Background: an optimization exercise with open tools, aiming at small area, a short achievable clock period and few clock cycles per item. Do not read the settings as production practice.
Function was checked by simulation only, so behaviour that the tests miss may differ from the original.

==> build 89 <==
==> flow/design.v <==
module scaleg (
    input  wire [47:0] s,
    input  wire [15:0] x,
    input  wire [15:0] sm,
    input  wire [15:0] sx,
    output wire [31:0] word,
    output wire        sat,
    output wire        flush
);
    function [6:0] lzc64;
        input [63:0] v;
        reg [31:0] v1; reg [31:0] c1;
        reg [15:0] v2; reg [31:0] c2;
        reg [7:0]  v3; reg [23:0] c3;
        reg [3:0]  v4; reg [15:0] c4;
        reg [1:0]  v5; reg [9:0]  c5;
        integer i;
        begin
            for (i = 0; i < 32; i = i + 1) begin
                v1[i] = v[2*i+1] | v[2*i];
                c1[i] = ~v[2*i+1];
            end
            for (i = 0; i < 16; i = i + 1) begin
                v2[i] = v1[2*i+1] | v1[2*i];
                c2[2*i +: 2] = v1[2*i+1] ? {1'b0, c1[2*i+1]} : {1'b1, c1[2*i]};
            end
            for (i = 0; i < 8; i = i + 1) begin
                v3[i] = v2[2*i+1] | v2[2*i];
                c3[3*i +: 3] = v2[2*i+1] ? {1'b0, c2[2*(2*i+1) +: 2]} : {1'b1, c2[2*(2*i) +: 2]};
            end
            for (i = 0; i < 4; i = i + 1) begin
                v4[i] = v3[2*i+1] | v3[2*i];
                c4[4*i +: 4] = v3[2*i+1] ? {1'b0, c3[3*(2*i+1) +: 3]} : {1'b1, c3[3*(2*i) +: 3]};
            end
            for (i = 0; i < 2; i = i + 1) begin
                v5[i] = v4[2*i+1] | v4[2*i];
                c5[5*i +: 5] = v4[2*i+1] ? {1'b0, c4[4*(2*i+1) +: 4]} : {1'b1, c4[4*(2*i) +: 4]};
            end
            lzc64 = v5[1] ? {1'b0, 1'b0, c5[9:5]} :
                    v5[0] ? {1'b0, 1'b1, c5[4:0]} : 7'd64;
        end
    endfunction
    function [63:0] rev64;
        input [63:0] v;
        integer i;
        begin
            for (i = 0; i < 64; i = i + 1) rev64[i] = v[63-i];
        end
    endfunction
    wire        sg = s[47];
    wire [47:0] a  = s ^ {48{sg}};           
    wire [63:0] p  = a * sm + (sg ? {48'd0, sm} : 64'd0);    
    wire        pz = (s == 48'd0) | (sm == 16'd0);
    wire [6:0]  lza = lzc64({16'd0, a}) - 7'd16;           
    wire [6:0]  lzm = lzc64({sm, 48'hFFFF_FFFF_FFFF});     
    wire [6:0]  k   = lza + lzm - 7'd1;                    
    wire [63:0] t5 = k[5] ? {p[31:0], 32'd0}  : p;
    wire [63:0] t4 = k[4] ? {t5[47:0], 16'd0} : t5;
    wire [63:0] t3 = k[3] ? {t4[55:0], 8'd0}  : t4;
    wire [63:0] t2 = k[2] ? {t3[59:0], 4'd0}  : t3;
    wire [63:0] t1 = k[1] ? {t2[61:0], 2'd0}  : t2;
    wire [63:0] t0 = k[0] ? {t1[62:0], 1'd0}  : t1;
    wire        j0 = t0[63];
    wire        j1 = ~t0[63] & t0[62];
    wire [24:0] nw = j0 ? t0[63:39] : j1 ? t0[62:38] : t0[61:37];
    wire [6:0]  tzs = lzc64(rev64({16'hFFFF, s}));
    wire [6:0]  tzm = lzc64(rev64({48'hFFFF_FFFF_FFFF, sm}));
    wire [8:0]  tk  = {2'd0, tzs} + {2'd0, tzm} + {2'd0, k};
    wire        stick = j0 ? (tk < 9'd39) : j1 ? (tk < 9'd38) : (tk < 9'd37);
    wire [23:0] q     = nw[24:1];
    wire        rbit  = nw[0];
    wire        up    = rbit & (stick | q[0]);
    wire        carry = up & (&q[22:0]);
    wire signed [17:0] e0 = $signed({{2{x[15]}}, x}) + $signed({{2{sx[15]}}, sx}) + 18'sd166
                            - $signed({11'd0, k});
    wire        gt0 = (e0 > 18'sd254), eq0 = (e0 == 18'sd254), lt0 = (e0 < 18'sd0), z0 = (e0 == 18'sd0);
    wire        gt1 = (e0 > 18'sd255), eq1 = (e0 == 18'sd255), lt1 = (e0 < 18'sd1), z1 = (e0 == 18'sd1);
    wire        gt2 = (e0 > 18'sd256), eq2 = (e0 == 18'sd256), lt2 = (e0 < 18'sd2), z2 = (e0 == 18'sd2);
    wire        e_gt = j0 ? gt0 : j1 ? gt1 : gt2;
    wire        e_eq = j0 ? eq0 : j1 ? eq1 : eq2;
    wire        e_lt = j0 ? lt0 : j1 ? lt1 : lt2;
    wire        e_z  = j0 ? z0  : j1 ? z1  : z2;
    wire [7:0]  ef   = e0[7:0] - (j0 ? 8'd0 : j1 ? 8'd1 : 8'd2);
    wire        e_sat   = e_gt | (e_eq & carry);
    wire        e_flush = e_lt | (e_z & ~carry);
    wire [30:0] mag     = {ef, q[22:0]} + {30'd0, up};
    assign sat   = ~pz & e_sat;
    assign flush = ~pz & ~e_sat & e_flush;
    assign word  = (pz | e_flush) ? 32'd0 : e_sat ? {sg, 31'h7F7F_FFFF} : {sg, mag};
endmodule
module add32 (
    input  wire [31:0] a,
    input  wire [31:0] b,
    output wire [31:0] word,
    output wire        sat,
    output wire        flush
);
    function [4:0] lzc32;
        input [31:0] v;
        reg [15:0] v1; reg [15:0] c1;
        reg [7:0]  v2; reg [15:0] c2;
        reg [3:0]  v3; reg [11:0] c3;
        reg [1:0]  v4; reg [7:0]  c4;
        integer i;
        begin
            for (i = 0; i < 16; i = i + 1) begin
                v1[i] = v[2*i+1] | v[2*i];
                c1[i] = ~v[2*i+1];
            end
            for (i = 0; i < 8; i = i + 1) begin
                v2[i] = v1[2*i+1] | v1[2*i];
                c2[2*i +: 2] = v1[2*i+1] ? {1'b0, c1[2*i+1]} : {1'b1, c1[2*i]};
            end
            for (i = 0; i < 4; i = i + 1) begin
                v3[i] = v2[2*i+1] | v2[2*i];
                c3[3*i +: 3] = v2[2*i+1] ? {1'b0, c2[2*(2*i+1) +: 2]} : {1'b1, c2[2*(2*i) +: 2]};
            end
            for (i = 0; i < 2; i = i + 1) begin
                v4[i] = v3[2*i+1] | v3[2*i];
                c4[4*i +: 4] = v3[2*i+1] ? {1'b0, c3[3*(2*i+1) +: 3]} : {1'b1, c3[3*(2*i) +: 3]};
            end
            lzc32 = v4[1] ? {1'b0, c4[7:4]} : {1'b1, c4[3:0]};
        end
    endfunction
    wire        swap = (b[30:0] > a[30:0]);
    wire [31:0] hi   = swap ? b : a;
    wire [31:0] lo   = swap ? a : b;
    wire [8:0]  dab  = {1'b0, a[30:23]} - {1'b0, b[30:23]};
    wire [7:0]  dba  = b[30:23] - a[30:23];
    wire [7:0]  d    = dab[8] ? dba : dab[7:0];
    wire        hz   = (hi[30:23] == 8'd0);         
    wire [23:0] mhi  = {1'b1, hi[22:0]};
    wire [23:0] mlo  = {(lo[30:23] != 8'd0), lo[22:0]};
    wire [25:0] lof  = {mlo, 2'b00};
    wire        big  = (d[7:5] != 3'd0);
    wire [25:0] losh = big ? 26'd0 : (lof >> d[4:0]);
    wire [31:0] mask = ~({32{1'b1}} << d[4:0]);
    wire        stk  = big ? (mlo != 24'd0) : ((lof & mask[25:0]) != 26'd0);
    wire [26:0] al   = {losh, stk};
    wire [26:0] hf   = {mhi, 3'b000};
    wire        sub  = a[31] ^ b[31];
    wire [27:0] sum  = {1'b0, hf} + {sub, al ^ {27{sub}}} + {27'd0, sub};
    wire        sz   = (sum == 28'd0);
    wire [4:0]  lz   = lzc32({sum, 4'hF});
    wire [27:0] norm = sum << lz;
    wire [23:0] mant = norm[27:4];
    wire        rbit = norm[3];
    wire        stck = |norm[2:0];
    wire        up   = rbit & (stck | mant[0]);
    wire        carry = up & (&mant[22:0]);
    wire [9:0]  eb0 = {2'b0, hi[30:23]} + 10'd1 - {5'd0, lz};
    wire        e_sat   = ~eb0[9] & ((eb0[8:0] > 9'd254) | ((eb0[8:0] == 9'd254) & carry));
    wire        e_flush = eb0[9] | ((eb0 == 10'd0) & ~carry);
    wire [30:0] mag     = {eb0[7:0], mant[22:0]} + {30'd0, up};
    wire        zero = hz | sz;
    assign sat   = ~zero & e_sat;
    assign flush = ~zero & ~e_sat & e_flush;
    assign word  = (zero | e_flush) ? 32'd0 : e_sat ? {hi[31], 31'h7F7F_FFFF} : {hi[31], mag};
endmodule
module scale_acc (
    input  wire        clk,
    input  wire        rst,           
    input  wire        in_valid,
    output wire        in_ready,
    input  wire        in_first,      
    input  wire        in_last,       
    input  wire [31:0] in_bias,
    input  wire [47:0] in_s,
    input  wire [15:0] in_x,
    input  wire [15:0] in_sm,
    input  wire [15:0] in_sx,
    output reg         res_valid,
    output wire [31:0] res_word,
    output wire        res_code_special,
    output wire [7:0]  res_scale_sat,
    output wire [7:0]  res_acc_sat,
    output wire [7:0]  res_flush_zero
);
    assign in_ready = 1'b1;
    reg        v0, f0, l0;
    reg [31:0] b0;
    reg [47:0] s0;
    reg [15:0] x0, sm0, sx0;
    always @(posedge clk) begin
        v0  <= ~rst & in_valid;
        f0  <= in_first;
        l0  <= in_last;
        b0  <= in_bias;
        s0  <= in_s;
        x0  <= in_x;
        sm0 <= in_sm;
        sx0 <= in_sx;
    end
    wire [31:0] g_word;
    wire        g_sat, g_flush;
    scaleg u_scale (
        .s(s0), .x(x0), .sm(sm0), .sx(sx0),
        .word(g_word), .sat(g_sat), .flush(g_flush)
    );
    wire        b_special = (b0[30:23] == 8'hFF);
    wire [31:0] b_norm    = b_special ? {b0[31], 31'h7F7F_FFFF} :
                            (b0[30:23] == 8'h00) ? 32'd0 : b0;
    reg        f1, l1, gs1, gf1, bs1;
    reg [31:0] g1, bn1;
    always @(posedge clk) begin
        f1  <= v0 & f0;
        l1  <= ~rst & v0 & l0;
        g1  <= v0 ? g_word : 32'd0;
        gs1 <= v0 & g_sat;
        gf1 <= v0 & g_flush;
        bn1 <= b_norm;
        bs1 <= b_special;
    end
    reg [31:0] acc;
    reg        code_special;
    reg [7:0]  ss_cnt, as_cnt, fz_cnt;
    wire [31:0] sum_word;
    wire        sum_sat, sum_flush;
    add32 u_add (
        .a(f1 ? bn1 : acc), .b(g1),
        .word(sum_word), .sat(sum_sat), .flush(sum_flush)
    );
    wire [7:0] ss_base = f1 ? 8'd0 : ss_cnt;
    wire [7:0] as_base = f1 ? 8'd0 : as_cnt;
    wire [7:0] fz_base = (f1 ? 8'd0 : fz_cnt) + {7'd0, gf1};
    wire [7:0] as_inc  = as_base + 8'd1;
    wire [7:0] fz_inc  = fz_base + 8'd1;
    always @(posedge clk) begin
        res_valid    <= ~rst & l1;
        acc          <= sum_word;
        code_special <= f1 ? bs1 : code_special;
        ss_cnt       <= ss_base + {7'd0, gs1};
        as_cnt       <= sum_sat ? as_inc : as_base;
        fz_cnt       <= sum_flush ? fz_inc : fz_base;
    end
    assign res_word         = acc;
    assign res_code_special = code_special;
    assign res_scale_sat    = ss_cnt;
    assign res_acc_sat      = as_cnt;
    assign res_flush_zero   = fz_cnt;
endmodule
==> flow/run.sh <==
#!/bin/bash
# synth_recipe.tcl (not shown) runs the flow's synth.tcl, then flattens the netlist and writes it again
# the make line also repeats each setting of config.mk as NAME=value (left out here)
make -C /OpenROAD-flow-scripts/flow DESIGN_CONFIG=/design/flow/config.mk WORK_HOME=/design/flow/orfs CLKGATE_MAP_FILE= SYNTH_SCRIPT=/design/flow/synth_recipe.tcl finish
==> flow/config.mk <==
export PLATFORM = sky130hd
export DESIGN_NAME = scale_acc
export DESIGN_NICKNAME = scale_acc
export VERILOG_FILES = /design/flow/design.v
export SDC_FILE = /design/flow/constraint.sdc
export NUM_CORES = 4
export LEC_CHECK = 0
export ABC_AREA = 1
export CAP_MARGIN = 20
export CORE_MARGIN = 2
export CORE_UTILIZATION = 40
export SLEW_MARGIN = 20
==> flow/constraint.sdc <==
create_clock -name core_clock -period 55.0 [get_ports {clk}]
set_input_delay 11.0000 -clock core_clock [delete_from_list [all_inputs] [get_ports {clk}]]
set_output_delay 11.0000 -clock core_clock [all_outputs]
set_load 0.01 [all_outputs]
==> inputs of build 78, as changes to build 89 <==
==> flow/design.v, changed modules only <==
module scaleg (
    input  wire [47:0] s,
    input  wire [15:0] x,
    input  wire [15:0] sm,
    input  wire [15:0] sx,
    output wire [31:0] word,
    output wire        sat,
    output wire        flush
);
    function [6:0] lzc64;
        input [63:0] v;
        reg [31:0] v1; reg [31:0] c1;
        reg [15:0] v2; reg [31:0] c2;
        reg [7:0]  v3; reg [23:0] c3;
        reg [3:0]  v4; reg [15:0] c4;
        reg [1:0]  v5; reg [9:0]  c5;
        integer i;
        begin
            for (i = 0; i < 32; i = i + 1) begin
                v1[i] = v[2*i+1] | v[2*i];
                c1[i] = ~v[2*i+1];
            end
            for (i = 0; i < 16; i = i + 1) begin
                v2[i] = v1[2*i+1] | v1[2*i];
                c2[2*i +: 2] = v1[2*i+1] ? {1'b0, c1[2*i+1]} : {1'b1, c1[2*i]};
            end
            for (i = 0; i < 8; i = i + 1) begin
                v3[i] = v2[2*i+1] | v2[2*i];
                c3[3*i +: 3] = v2[2*i+1] ? {1'b0, c2[2*(2*i+1) +: 2]} : {1'b1, c2[2*(2*i) +: 2]};
            end
            for (i = 0; i < 4; i = i + 1) begin
                v4[i] = v3[2*i+1] | v3[2*i];
                c4[4*i +: 4] = v3[2*i+1] ? {1'b0, c3[3*(2*i+1) +: 3]} : {1'b1, c3[3*(2*i) +: 3]};
            end
            for (i = 0; i < 2; i = i + 1) begin
                v5[i] = v4[2*i+1] | v4[2*i];
                c5[5*i +: 5] = v4[2*i+1] ? {1'b0, c4[4*(2*i+1) +: 4]} : {1'b1, c4[4*(2*i) +: 4]};
            end
            lzc64 = v5[1] ? {1'b0, 1'b0, c5[9:5]} :
                    v5[0] ? {1'b0, 1'b1, c5[4:0]} : 7'd64;
        end
    endfunction
    function [63:0] rev64;
        input [63:0] v;
        integer i;
        begin
            for (i = 0; i < 64; i = i + 1) rev64[i] = v[63-i];
        end
    endfunction
    wire        sg = s[47];
    wire [47:0] a  = s ^ {48{sg}};           
    wire [18:0] yy = {2'b00, sm, 1'b0};
    reg  [63:0] rows [0:9];
    reg  [8:0]  bneg;
    reg  [48:0] m;
    reg         b_one, b_two;
    integer     j;
    always @(*) begin
        for (j = 0; j < 9; j = j + 1) begin
            b_one   = yy[2*j] ^ yy[2*j+1];
            b_two   = (yy[2*j+2] & ~yy[2*j+1] & ~yy[2*j]) | (~yy[2*j+2] & yy[2*j+1] & yy[2*j]);
            bneg[j] = yy[2*j+2];
            m = ({49{b_one}} & {1'b0, a}) | ({49{b_two}} & {a, 1'b0});
            m = m ^ {49{bneg[j]}};
            if (j == 0)
                rows[j] = {12'd0, ~bneg[0], bneg[0], bneg[0], m};
            else if (j < 7)
                rows[j] = {13'd1, ~bneg[j], m} << (2*j);
            else
                rows[j] = {14'd0, ~bneg[j], m} << (2*j);
            if (j > 0)
                rows[j][2*j-2] = bneg[j-1];
        end
        rows[9] = sg ? {48'd0, sm} : 64'd0;
    end
    function [127:0] csa;
        input [63:0] x, y, z;
        begin
            csa[63:0]   = x ^ y ^ z;
            csa[127:64] = {((x & y) | (x & z) | (y & z)), 1'b0};
        end
    endfunction
    wire [127:0] c1a = csa(rows[0], rows[1], rows[2]);
    wire [127:0] c1b = csa(rows[3], rows[4], rows[5]);
    wire [127:0] c1c = csa(rows[6], rows[7], rows[8]);
    wire [127:0] c2a = csa(c1a[63:0], c1a[127:64], c1b[63:0]);
    wire [127:0] c2b = csa(c1b[127:64], c1c[63:0], c1c[127:64]);
    wire [127:0] c3a = csa(c2a[63:0], c2a[127:64], c2b[63:0]);
    wire [127:0] c4a = csa(c3a[63:0], c3a[127:64], c2b[127:64]);
    wire [127:0] c5a = csa(c4a[63:0], c4a[127:64], rows[9]);
    wire [63:0]  p   = c5a[63:0] + c5a[127:64];    
    wire        pz = (s == 48'd0) | (sm == 16'd0);
    wire [6:0]  lza = lzc64({16'd0, a}) - 7'd16;           
    wire [6:0]  lzm = lzc64({sm, 48'hFFFF_FFFF_FFFF});     
    wire [6:0]  k   = lza + lzm - 7'd1;                    
    wire [63:0] t5 = k[5] ? {p[31:0], 32'd0}  : p;
    wire [63:0] t4 = k[4] ? {t5[47:0], 16'd0} : t5;
    wire [63:0] t3 = k[3] ? {t4[55:0], 8'd0}  : t4;
    wire [63:0] t2 = k[2] ? {t3[59:0], 4'd0}  : t3;
    wire [63:0] t1 = k[1] ? {t2[61:0], 2'd0}  : t2;
    wire [63:0] t0 = k[0] ? {t1[62:0], 1'd0}  : t1;
    wire        j0 = t0[63];
    wire        j1 = ~t0[63] & t0[62];
    wire [24:0] nw = j0 ? t0[63:39] : j1 ? t0[62:38] : t0[61:37];
    wire [6:0]  tzs = lzc64(rev64({16'hFFFF, s}));
    wire [6:0]  tzm = lzc64(rev64({48'hFFFF_FFFF_FFFF, sm}));
    wire [8:0]  tk  = {2'd0, tzs} + {2'd0, tzm} + {2'd0, k};
    wire        stick = j0 ? (tk < 9'd39) : j1 ? (tk < 9'd38) : (tk < 9'd37);
    wire [23:0] q     = nw[24:1];
    wire        rbit  = nw[0];
    wire        up    = rbit & (stick | q[0]);
    wire        carry = up & (&q[22:0]);
    wire signed [17:0] e0 = $signed({{2{x[15]}}, x}) + $signed({{2{sx[15]}}, sx}) + 18'sd166
                            - $signed({11'd0, k});
    wire        gt0 = (e0 > 18'sd254), eq0 = (e0 == 18'sd254), lt0 = (e0 < 18'sd0), z0 = (e0 == 18'sd0);
    wire        gt1 = (e0 > 18'sd255), eq1 = (e0 == 18'sd255), lt1 = (e0 < 18'sd1), z1 = (e0 == 18'sd1);
    wire        gt2 = (e0 > 18'sd256), eq2 = (e0 == 18'sd256), lt2 = (e0 < 18'sd2), z2 = (e0 == 18'sd2);
    wire        e_gt = j0 ? gt0 : j1 ? gt1 : gt2;
    wire        e_eq = j0 ? eq0 : j1 ? eq1 : eq2;
    wire        e_lt = j0 ? lt0 : j1 ? lt1 : lt2;
    wire        e_z  = j0 ? z0  : j1 ? z1  : z2;
    wire [7:0]  ef   = e0[7:0] - (j0 ? 8'd0 : j1 ? 8'd1 : 8'd2);
    wire        e_sat   = e_gt | (e_eq & carry);
    wire        e_flush = e_lt | (e_z & ~carry);
    wire [30:0] mag;
    wire        mag_co;
    bk_add #(.W(31)) u_inc (.x({ef, q[22:0]}), .y(31'd0), .ci(up), .s(mag), .co(mag_co));
    assign sat   = ~pz & e_sat;
    assign flush = ~pz & ~e_sat & e_flush;
    assign word  = (pz | e_flush) ? 32'd0 : e_sat ? {sg, 31'h7F7F_FFFF} : {sg, mag};
endmodule
module add32 (
    input  wire [31:0] a,
    input  wire [31:0] b,
    output wire [31:0] word,
    output wire        sat,
    output wire        flush
);
    function [4:0] lzc32;
        input [31:0] v;
        reg [15:0] v1; reg [15:0] c1;
        reg [7:0]  v2; reg [15:0] c2;
        reg [3:0]  v3; reg [11:0] c3;
        reg [1:0]  v4; reg [7:0]  c4;
        integer i;
        begin
            for (i = 0; i < 16; i = i + 1) begin
                v1[i] = v[2*i+1] | v[2*i];
                c1[i] = ~v[2*i+1];
            end
            for (i = 0; i < 8; i = i + 1) begin
                v2[i] = v1[2*i+1] | v1[2*i];
                c2[2*i +: 2] = v1[2*i+1] ? {1'b0, c1[2*i+1]} : {1'b1, c1[2*i]};
            end
            for (i = 0; i < 4; i = i + 1) begin
                v3[i] = v2[2*i+1] | v2[2*i];
                c3[3*i +: 3] = v2[2*i+1] ? {1'b0, c2[2*(2*i+1) +: 2]} : {1'b1, c2[2*(2*i) +: 2]};
            end
            for (i = 0; i < 2; i = i + 1) begin
                v4[i] = v3[2*i+1] | v3[2*i];
                c4[4*i +: 4] = v3[2*i+1] ? {1'b0, c3[3*(2*i+1) +: 3]} : {1'b1, c3[3*(2*i) +: 3]};
            end
            lzc32 = v4[1] ? {1'b0, c4[7:4]} : {1'b1, c4[3:0]};
        end
    endfunction
    wire [30:0] cmp_s;
    wire        cmp_co;                             
    bk_add #(.W(31)) u_cmp (.x(a[30:0]), .y(~b[30:0]), .ci(1'b1), .s(cmp_s), .co(cmp_co));
    wire        swap = ~cmp_co;
    wire [31:0] hi   = swap ? b : a;
    wire [31:0] lo   = swap ? a : b;
    wire [8:0]  dab  = {1'b0, a[30:23]} - {1'b0, b[30:23]};
    wire [7:0]  dba  = b[30:23] - a[30:23];
    wire [7:0]  d    = dab[8] ? dba : dab[7:0];
    wire        hz   = (hi[30:23] == 8'd0);         
    wire [23:0] mhi  = {1'b1, hi[22:0]};
    wire [23:0] mlo  = {(lo[30:23] != 8'd0), lo[22:0]};
    wire [25:0] lof  = {mlo, 2'b00};
    wire        big  = (d[7:5] != 3'd0);
    wire [25:0] losh = big ? 26'd0 : (lof >> d[4:0]);
    wire [31:0] mask = ~({32{1'b1}} << d[4:0]);
    wire        stk  = big ? (mlo != 24'd0) : ((lof & mask[25:0]) != 26'd0);
    wire [26:0] al   = {losh, stk};
    wire [26:0] hf   = {mhi, 3'b000};
    wire        sub  = a[31] ^ b[31];
    wire [27:0] sum;
    wire        sum_co;
    bk_add #(.W(28)) u_sum (.x({1'b0, hf}), .y({sub, al ^ {27{sub}}}), .ci(sub), .s(sum), .co(sum_co));
    wire        sz   = (sum == 28'd0);
    wire [4:0]  lz   = lzc32({sum, 4'hF});
    wire [27:0] norm = sum << lz;
    wire [23:0] mant = norm[27:4];
    wire        rbit = norm[3];
    wire        stck = |norm[2:0];
    wire        up   = rbit & (stck | mant[0]);
    wire        carry = up & (&mant[22:0]);
    wire [9:0]  eb0 = {2'b0, hi[30:23]} + 10'd1 - {5'd0, lz};
    wire        e_sat   = ~eb0[9] & ((eb0[8:0] > 9'd254) | ((eb0[8:0] == 9'd254) & carry));
    wire        e_flush = eb0[9] | ((eb0 == 10'd0) & ~carry);
    wire [30:0] mag;
    wire        mag_co;
    bk_add #(.W(31)) u_inc (.x({eb0[7:0], mant[22:0]}), .y(31'd0), .ci(up), .s(mag), .co(mag_co));
    wire        zero = hz | sz;
    assign sat   = ~zero & e_sat;
    assign flush = ~zero & ~e_sat & e_flush;
    assign word  = (zero | e_flush) ? 32'd0 : e_sat ? {hi[31], 31'h7F7F_FFFF} : {hi[31], mag};
endmodule
module bk_add #(
    parameter W = 32
) (
    input  wire [W-1:0] x,
    input  wire [W-1:0] y,
    input  wire         ci,
    output reg  [W-1:0] s,
    output reg          co
);
    localparam N = (W <= 2) ? 2 : (W <= 4) ? 4 : (W <= 8) ? 8 : (W <= 16) ? 16 :
                   (W <= 32) ? 32 : 64;
    reg [N-1:0] g, p, G, P;
    integer i, st;
    always @(*) begin
        g = {N{1'b0}};
        p = {N{1'b0}};
        for (i = 0; i < W; i = i + 1) begin
            g[i] = x[i] & y[i];
            p[i] = x[i] ^ y[i];
        end
        g[0] = g[0] | (p[0] & ci);
        G = g;
        P = p;
        P[0] = 1'b0;
        for (st = 1; st < N; st = st * 2)
            for (i = 2*st - 1; i < N; i = i + 2*st) begin
                G[i] = G[i] | (P[i] & G[i-st]);
                P[i] = P[i] & P[i-st];
            end
        for (st = N / 4; st >= 1; st = st / 2)
            for (i = 3*st - 1; i < N; i = i + 2*st) begin
                G[i] = G[i] | (P[i] & G[i-st]);
                P[i] = P[i] & P[i-st];
            end
        s[0] = p[0] ^ ci;
        for (i = 1; i < W; i = i + 1)
            s[i] = p[i] ^ G[i-1];
        co = G[W-1];
    end
endmodule
CORE_UTILIZATION = 60   (was 40)
PLACE_DENSITY = 0.7   (was default)
==> metrics.md <==
| Metric | Value |
|---|---|
| Run status | complete, no violations |
| Count of buffer and inverter cells on the critical path | 9 |
| Number of buffers added by the clock tree synthesis step | 28 |
| Reg-to-reg critical path endpoint | g1[30] |
| Die X | 351 um |
| Non-Clock Buffer Count | 234 |
Source of the figures above: build 89

==> metrics.md <==
| Metric | Value |
|---|---|
| Number of buffers added by the clock tree synthesis step | 26 |
| Die X | 271 um |
| Run status | complete, no violations |
| Reg-to-reg critical path endpoint | acc[3] |
| Count of buffer and inverter cells on the critical path | 11 |
| Non-Clock Buffer Count | 257 |
Source of the figures above: build 78

Testbench counts of build 89, summed over its fixed seeds: cycles 26,970, groups 26,946.
Testbench counts of build 78, summed over its fixed seeds: cycles 26,970, groups 26,946.

re-timing with driven ports:
Ports are ideal in the flow. The routed layouts listed here were re-timed in OpenROAD. Step 1, drivers: a clkbuf_16 drives clk and a buf_2 each remaining input, both assumed. Step 2 moves the port delays by t, midway between the first and last clock arrival at a register: inputs arrive t later, outputs are due t later. That takes back most of the time a late clock gives input paths. Slacks: ideal ports / drivers / drivers and shift; pairs: ideal ports / drivers.
| run | t, ns | setup slack, ns | hold slack, ns | cell pins on the clock port's net |
|---|---|---|---|---|
| build 89 | 0.679 | 41.795 / 41.795 / 41.795 | 0.383 / 0.383 / 0.383 | 1 |
| build 78 | 0.639 | 41.266 / 41.266 / 41.266 | 0.353 / 0.353 / 0.353 | 1 |
After both steps every run listed still meets setup and hold.
